This is an optimization exercise on Yosys and OpenROAD, whose aim is small area, not a production implementation.
The RTL was checked by simulation tests, not by an equivalence proof against the original design.

== run 1 ==
Design dpll_loop_filter, start of the top module:
module dpll_loop_filter (
    input  wire               clk,
    input  wire               rst,
    input  wire               start,
    input  wire               preset,
    input  wire signed [31:0] e_loop,
    input  wire               frozen,
    input  wire        [4:0]  bw_code,
    input  wire        [2:0]  damp,
    input  wire               type3,
    input  wire        [9:0]  lim_ppm,
    input  wire signed [47:0] preset_fcw,
    output reg                done,
    output wire signed [47:0] fcw,
    output reg                clamp
);
    reg  [81:0] i1;           
    reg  [95:0] i2;
    reg  [39:0] fcw_r;        
    reg         prev_valid;
    reg  [8:0]  prev_cfg;
    reg         p1, p2, p3, p4;
    assign fcw = {{8{fcw_r[39]}}, fcw_r};
    wire p0  = start;
    wire act = ~frozen;
    wire [4:0] code_n = (bw_code > 5'd20) ? 5'd20 : bw_code;
    wire [2:0] damp_a = (damp > 3'd5) ? 3'd4 : damp;
    wire [2:0] damp_n = (type3 && damp_a < 3'd3) ? 3'd3 : damp_a;
    wire [8:0] cfg    = {type3, damp_n, code_n};
    wire       chg    = prev_valid && (cfg != prev_cfg);
    wire [1:0] gsel = p0 ? 2'd0 : p1 ? 2'd1 : 2'd2;
    wire [8:0] tcfg = p2 ? prev_cfg : cfg;
  ...
Settings: LEC_CHECK=0, ABC_AREA=1, CAP_MARGIN=20, CORE_MARGIN=2, CORE_UTILIZATION=40, CTS_BUF_LIST=sky130_fd_sc_hd__clkbuf_8, CTS_CLUSTER_DIAMETER=80, CTS_CLUSTER_SIZE=12, SLEW_MARGIN=20, SYNTH_HIERARCHICAL=1, SYNTH_MEMORY_MAX_BITS=131072, SYNTH_MINIMUM_KEEP_SIZE=0; clock period 40.0 ns.
standard.sh (not shown) runs the stock make flow with config.mk's settings and CLKGATE_MAP_FILE= SYNTH_SCRIPT=/design/flow/synth_recipe.tcl, a recipe that flattens the netlist after the stock synthesis.
==> flow/flow/run.sh <==
#!/bin/bash
# Own flow: the standard layout (standard.sh), with every input and output
# port buffered by sky130_fd_sc_hd__buf_1 instead of the delay buffer
# clkdlybuf4s50_1 that buffer_ports picks by default, and ORFS's power recovery
# (repair_timing -recover_power after global routing: downsizing gates on paths
# with positive slack) enabled.  The tool output goes to log_standard.txt here.
set -euo pipefail
export BUFFER_PORTS_ARGS="-buffer_cell sky130_fd_sc_hd__buf_1"
export RECOVER_POWER=100
bash standard.sh > log_standard.txt 2>&1
Run 1 ran in full, but the layout does not pass; the checks complain about max-capacitance violations, max-slew violations.
Modified inputs, run 2 compared to run 1
Settings: CTS_CLUSTER_DIAMETER: 80 -> unset; CAP_MARGIN: 20 -> 0; SLEW_MARGIN: 20 -> 0; CTS_CLUSTER_SIZE: 12 -> unset.
==> flow/run.sh (new file) <==
#!/bin/bash
# synth_recipe.tcl (not shown) runs the flow's synth.tcl, then flattens the netlist and writes it again
# the make line also repeats each setting of config.mk as NAME=value (left out here)
make -C /OpenROAD-flow-scripts/flow DESIGN_CONFIG=/design/flow/config.mk WORK_HOME=/design/flow/orfs CLKGATE_MAP_FILE= SYNTH_SCRIPT=/design/flow/synth_recipe.tcl finish
removed: flow/flow/run.sh
removed: flow/standard.sh
Findings:
Run 2 finished every step from synthesis to the final layout, and the layout passed the timing, design-rule and antenna checks. Side by side, final worst-path setup slack turned out higher in run 2 than in run 1. Between run 1 and run 2, wire length increased. Compared with run 1, in run 2 average wire length per cell after detail routing went up, worst slew margin relative to its limit grew by 140 points, number of combinational gates with multiple inputs saw little to no change, upper clock frequency limit went up about 1.5%, shortest clock period the worst path allows after layout shrank by 0.55 ns. In the reports for run 2 and run 1, the larger post-route standard cell area excluding fillers belongs to run 2.
> inputs changed (run 2 -> run 3)
Settings: changing CAP_MARGIN from 0 to 20; changing SLEW_MARGIN from 0 to 20.
==> flow/flow/run.sh (new file) <==
#!/bin/bash
# Own flow: the standard layout (standard.sh), with every input and output
# port buffered by sky130_fd_sc_hd__buf_1 instead of the delay buffer
# clkdlybuf4s50_1 that buffer_ports picks by default.  The tool output goes to
# log_standard.txt in this folder.
set -euo pipefail
export BUFFER_PORTS_ARGS="-buffer_cell sky130_fd_sc_hd__buf_1"
bash standard.sh > log_standard.txt 2>&1
==> flow/standard.sh (new file) <==
#!/bin/bash
# synth_recipe.tcl (not shown) runs the flow's synth.tcl, then flattens the netlist and writes it again
# the make line also repeats each setting of config.mk as NAME=value (left out here)
make -C /OpenROAD-flow-scripts/flow DESIGN_CONFIG=/design/flow/config.mk WORK_HOME=/design/flow/orfs CLKGATE_MAP_FILE= SYNTH_SCRIPT=/design/flow/synth_recipe.tcl "${@:-finish}"
removed: flow/run.sh
==> comparison <==
Run 3 ran to completion and came out clean on the timing, design-rule and antenna checks. The total placed cells including tap cells was comparable across run 2 and run 3. The layout-stage area growth over the synthesis result number comes out lower for run 3 vs run 2. There was hardly any difference in number of logic inverters in the finished layout between run 2 and run 3. Between run 2 and run 3, the difference in multi-input combinational cell area is negligible.
The inputs of run 4 differ from those of run 3 as listed below.
Settings: CORE_UTILIZATION: 40 -> 50; CTS_CLUSTER_DIAMETER: unset -> 80; CTS_CLUSTER_SIZE: unset -> 12.
--- a/flow/flow/run.sh
+++ b/flow/flow/run.sh
@@ -4,2 +4,2 @@
-# clkdlybuf4s50_1 that buffer_ports picks by default.  The tool output goes to
-# log_standard.txt in this folder.
+# clkdlybuf4s50_1 that buffer_ports picks by default, and clock tree synthesis
+# without dummy loads.  The tool output goes to log_standard.txt in this folder.
@@ -7,0 +8 @@
+export CTS_ARGS="-sink_clustering_enable -repair_clock_nets -sink_clustering_size 12 -sink_clustering_max_diameter 80 -buf_list sky130_fd_sc_hd__clkbuf_8 -dont_use_dummy_load"
- Across both runs, highest net fanout along the worst path was lower for run 4 than for run 3.
- Delta (run 4 minus run 3): placeable core region went down 20000 um^2, area used by multi-input combinational logic neither gained nor lost much.
- Row clock transition at the register clock pins on the worst setup and hold paths after CTS: run 4 higher / run 3 lower
- Delta (run 4 minus run 3): time the worst path needs with I/O delays and setup higher; total area of sequential cells roughly the same; critical path depth higher.


## sierra
Starting RTL as in the previous note.
export LEC_CHECK = 0
export ABC_AREA = 1
export CAP_MARGIN = 20
export CORE_MARGIN = 2
export CORE_UTILIZATION = 40
export CTS_BUF_LIST = sky130_fd_sc_hd__clkbuf_4 sky130_fd_sc_hd__clkbuf_8
export CTS_CLUSTER_SIZE = 12
export SLEW_MARGIN = 20
export SYNTH_HIERARCHICAL = 1
export SYNTH_MEMORY_MAX_BITS = 131072
export SYNTH_MINIMUM_KEEP_SIZE = 0
create_clock -name core_clock -period 40.0 [get_ports {clk}]
run.sh (not shown) runs the stock make flow with config.mk's settings and CLKGATE_MAP_FILE= SYNTH_SCRIPT=/design/flow/synth_recipe.tcl, a recipe that flattens the netlist after the stock synthesis.
Stock flow here: none of the scripts above is used.
Both conditions hold for sierra: the flow ran to the end and the final layout passed the timing, design-rule and antenna checks.
## Diff of input files: fjord against sierra
==> flow/flow/run.sh (new file) <==
#!/bin/bash
# Own flow: the standard layout (standard.sh), with every input and output
# port buffered by sky130_fd_sc_hd__buf_1 instead of the delay buffer
# clkdlybuf4s50_1 that buffer_ports picks by default, and clock tree synthesis
# without dummy loads.  The tool output goes to log_standard.txt in this folder.
set -euo pipefail
export BUFFER_PORTS_ARGS="-buffer_cell sky130_fd_sc_hd__buf_1"
export CTS_ARGS="-sink_clustering_enable -repair_clock_nets -sink_clustering_size 12 -sink_clustering_max_diameter 80 -buf_list sky130_fd_sc_hd__clkbuf_8 -dont_use_dummy_load"
bash standard.sh > log_standard.txt 2>&1
==> flow/standard.sh (new file) <==
#!/bin/bash
# synth_recipe.tcl (not shown) runs the flow's synth.tcl, then flattens the netlist and writes it again
# the make line also repeats each setting of config.mk as NAME=value (left out here)
make -C /OpenROAD-flow-scripts/flow DESIGN_CONFIG=/design/flow/config.mk WORK_HOME=/design/flow/orfs CLKGATE_MAP_FILE= SYNTH_SCRIPT=/design/flow/synth_recipe.tcl "${@:-finish}"
-- flow/config.mk --
<<< sierra, line 10
export CORE_MARGIN = 2
export CORE_UTILIZATION = 40
export CTS_BUF_LIST = sky130_fd_sc_hd__clkbuf_4 sky130_fd_sc_hd__clkbuf_8
export CTS_CLUSTER_SIZE = 12
export SLEW_MARGIN = 20
>>> fjord, line 10
export CORE_MARGIN = 2
export CORE_UTILIZATION = 40
export CTS_BUF_LIST = sky130_fd_sc_hd__clkbuf_8
export CTS_CLUSTER_DIAMETER = 80
export CTS_CLUSTER_SIZE = 12
export SLEW_MARGIN = 20
removed: flow/run.sh
[compare] base=sierra new=fjord: total half-perimeter wirelength after legalization and detailed placement saw a decrease.
The final reports for fjord and sierra show final area lower in the former.
fjord finished every stage and its layout cleared the timing, design-rule and antenna checks.
Measured against each other, fjord and sierra differ in final standard cell utilization of the core, the lower figure coming from fjord.
In terms of floorplan core area, sierra and fjord differ only marginally.
## Diff of input files: onyx against fjord
==> flow/flow/run.sh <==
#!/bin/bash
# Own flow: the standard layout (standard.sh), with every input and output
# port buffered by sky130_fd_sc_hd__buf_1 instead of the delay buffer
# clkdlybuf4s50_1 that buffer_ports picks by default.  The tool output goes to
# log_standard.txt in this folder.
set -euo pipefail
export BUFFER_PORTS_ARGS="-buffer_cell sky130_fd_sc_hd__buf_1"
bash standard.sh > log_standard.txt 2>&1
-- flow/config.mk --
<<< fjord, line 13
export CTS_CLUSTER_DIAMETER = 80
export CTS_CLUSTER_SIZE = 12
export SLEW_MARGIN = 20
export SYNTH_HIERARCHICAL = 1
>>> onyx, line 13
export CTS_CLUSTER_DIAMETER = 80
export CTS_CLUSTER_SIZE = 12
export GPL_TIMING_DRIVEN = 0
export SLEW_MARGIN = 20
export SYNTH_HIERARCHICAL = 1
Notes after the runs:
- Compared onyx vs fjord, and clock tree cell share of total cell area is up in onyx.
- NOTE number of global-route vias before repair fjord->onyx increased by a few percent
- Met3 routed wirelength: fjord and onyx compared, lower one is fjord
- Worst setup path endpoint = i2[58]: fjord; worst setup path endpoint = fcw_r[0]: onyx
- For the area growth from synthesis to final layout, onyx came in 2.5 points higher than fjord did.
- onyx vs. fjord: routed wire length now sits higher.
- Diff fjord -> onyx: setup slack shrank by 2.30 ns; non-clock buffer total of the final layout grew by about 120%; cell area after layout grew by about 2.4%.
The inputs of nickel differ from those of onyx as listed below.
==> flow/flow/run.sh <==
#!/bin/bash
# Own flow: the standard layout (standard.sh), with every input and output
# port buffered by sky130_fd_sc_hd__buf_1 instead of the delay buffer
# clkdlybuf4s50_1 that buffer_ports picks by default, and clock tree synthesis
# without dummy loads.  The tool output goes to log_standard.txt in this folder.
set -euo pipefail
export BUFFER_PORTS_ARGS="-buffer_cell sky130_fd_sc_hd__buf_1"
export CTS_ARGS="-sink_clustering_enable -repair_clock_nets -sink_clustering_size 12 -sink_clustering_max_diameter 80 -buf_list sky130_fd_sc_hd__clkbuf_8 -dont_use_dummy_load"
bash standard.sh > log_standard.txt 2>&1
-- flow/config.mk --
<<< onyx, line 13
export CTS_CLUSTER_DIAMETER = 80
export CTS_CLUSTER_SIZE = 12
export GPL_TIMING_DRIVEN = 0
export SLEW_MARGIN = 20
export SYNTH_HIERARCHICAL = 1
>>> nickel, line 13
export CTS_CLUSTER_DIAMETER = 80
export CTS_CLUSTER_SIZE = 12
export PLACE_DENSITY = 0.75
export SLEW_MARGIN = 20
export SYNTH_HIERARCHICAL = 1
[summary]
Per the comparison of nickel with onyx, placement row count held, highest achievable clock rate went up 0.98 MHz, design area went down 2.4%, multi-input gate share of the layout cell area went up 2.1 points.
--- input diff nickel..pepper ---
==> flow/run.sh (new file) <==
#!/bin/bash
# synth_recipe.tcl (not shown) runs the flow's synth.tcl, then flattens the netlist and writes it again
# the make line also repeats each setting of config.mk as NAME=value (left out here)
make -C /OpenROAD-flow-scripts/flow DESIGN_CONFIG=/design/flow/config.mk WORK_HOME=/design/flow/orfs CLKGATE_MAP_FILE= SYNTH_SCRIPT=/design/flow/synth_recipe.tcl finish
-- flow/config.mk --
<<< nickel, line 11
export CORE_UTILIZATION = 40
export CTS_BUF_LIST = sky130_fd_sc_hd__clkbuf_8
export CTS_CLUSTER_DIAMETER = 80
export CTS_CLUSTER_SIZE = 12
export PLACE_DENSITY = 0.75
export SLEW_MARGIN = 20
export SYNTH_HIERARCHICAL = 1
>>> pepper, line 11
export CORE_UTILIZATION = 40
export CTS_BUF_LIST = sky130_fd_sc_hd__clkbuf_8
export SLEW_MARGIN = 20
export SYNTH_HIERARCHICAL = 1
removed: flow/flow/run.sh
removed: flow/standard.sh
Results
pepper | stages: all done | timing, DRC, antenna: all pass. Going from nickel to pepper, net count reported at finish has increased, first-iteration DRC count lower. Going from nickel to pepper, the worst setup margin was found to have gone up by 0.24 ns. [pepper] number of inserted diodes rose 1 relative to nickel. pepper improves on nickel in final critical delay including setup and external delays. From nickel to pepper the numbers moved as follows: die area stayed essentially flat; worst path arrival time fell by 0.13 ns.
> inputs changed (pepper -> maple)
==> flow/flow/run.sh (new file) <==
#!/bin/bash
# Own flow: the standard layout (standard.sh), with every input and output
# port buffered by sky130_fd_sc_hd__buf_1 instead of the delay buffer
# clkdlybuf4s50_1 that buffer_ports picks by default.  The tool output goes to
# log_standard.txt in this folder.
set -euo pipefail
export BUFFER_PORTS_ARGS="-buffer_cell sky130_fd_sc_hd__buf_1"
bash standard.sh > log_standard.txt 2>&1
==> flow/standard.sh (new file) <==
#!/bin/bash
# synth_recipe.tcl (not shown) runs the flow's synth.tcl, then flattens the netlist and writes it again
# the make line also repeats each setting of config.mk as NAME=value (left out here)
make -C /OpenROAD-flow-scripts/flow DESIGN_CONFIG=/design/flow/config.mk WORK_HOME=/design/flow/orfs CLKGATE_MAP_FILE= SYNTH_SCRIPT=/design/flow/synth_recipe.tcl "${@:-finish}"
-- flow/config.mk --
<<< pepper, line 11
export CORE_UTILIZATION = 40
export CTS_BUF_LIST = sky130_fd_sc_hd__clkbuf_8
export SLEW_MARGIN = 20
export SYNTH_HIERARCHICAL = 1
>>> maple, line 11
export CORE_UTILIZATION = 40
export CTS_BUF_LIST = sky130_fd_sc_hd__clkbuf_8
export CTS_CLUSTER_DIAMETER = 80
export CTS_CLUSTER_SIZE = 16
export SLEW_MARGIN = 20
export SYNTH_HIERARCHICAL = 1
removed: flow/run.sh
### Flow results
- On number of diodes, the higher figure sits with maple, not pepper.
- Lower number of nets at the end of the flow was reported by maple, not pepper.
- pepper leaves less setup margin than maple.
- Uppermost layer routed: met4 -> pepper, met5 -> maple
- Compared with pepper, in maple clock distribution area overhead in the final layout moved down; via count moved down; area of all placed cells without fillers decreased by 1600 um^2 relative to the old numbers; count of plain and timing-repair buffers in the layout went down.

afterwards: timing with drivers on the ports:
Ports are ideal in the flow. The routed layouts listed here were re-timed in OpenROAD.
Step 1, drivers: a clkbuf_16 drives clk and a buf_2 each remaining input, both assumed.
Step 2 adds t to the input delays and takes it off the output delays; t is the mean of the earliest and latest rising clock arrival at the registers after step 1. Input paths then give back, and output paths get back, about the clock's delay inside the block.
Three values: no drivers, after step 1, after step 2; two values: the first two.
run	t (ns)	setup WS [ns]	worst hold slack (ns)	clock arrival spread, ns	worst data-port slew with drivers (ns)
run 1	0.680	3.848 / 3.883 / 3.203	0.469 / 0.469 / 0.469	0.066 / 0.066	0.13
run 2	0.698	4.395 / 4.436 / 3.739	0.464 / 0.464 / 0.464	0.063 / 0.063	0.09
run 3	0.688	5.162 / 5.201 / 4.513	0.464 / 0.464 / 0.464	0.022 / 0.022	0.12
run 4	0.681	4.705 / 4.740 / 4.059	0.465 / 0.465 / 0.465	0.096 / 0.096	0.07
sierra	0.703	4.474 / 4.516 / 3.813	0.465 / 0.465 / 0.465	0.056 / 0.056	0.08
fjord	0.665	5.145 / 5.183 / 4.517	0.467 / 0.467 / 0.467	0.117 / 0.117	0.12
onyx	0.730	2.846 / 2.889 / 2.159	0.468 / 0.468 / 0.468	0.060 / 0.060	0.10
nickel	0.652	4.153 / 4.186 / 3.534	0.466 / 0.466 / 0.466	0.051 / 0.050	0.05
pepper	0.698	4.395 / 4.436 / 3.739	0.464 / 0.464 / 0.464	0.063 / 0.063	0.09
maple	0.684	5.082 / 5.123 / 4.438	0.471 / 0.471 / 0.471	0.070 / 0.071	0.12
The setup slack of onyx, which loses most, moves by +0.043 ns with the drivers and by -0.687 ns with both steps.
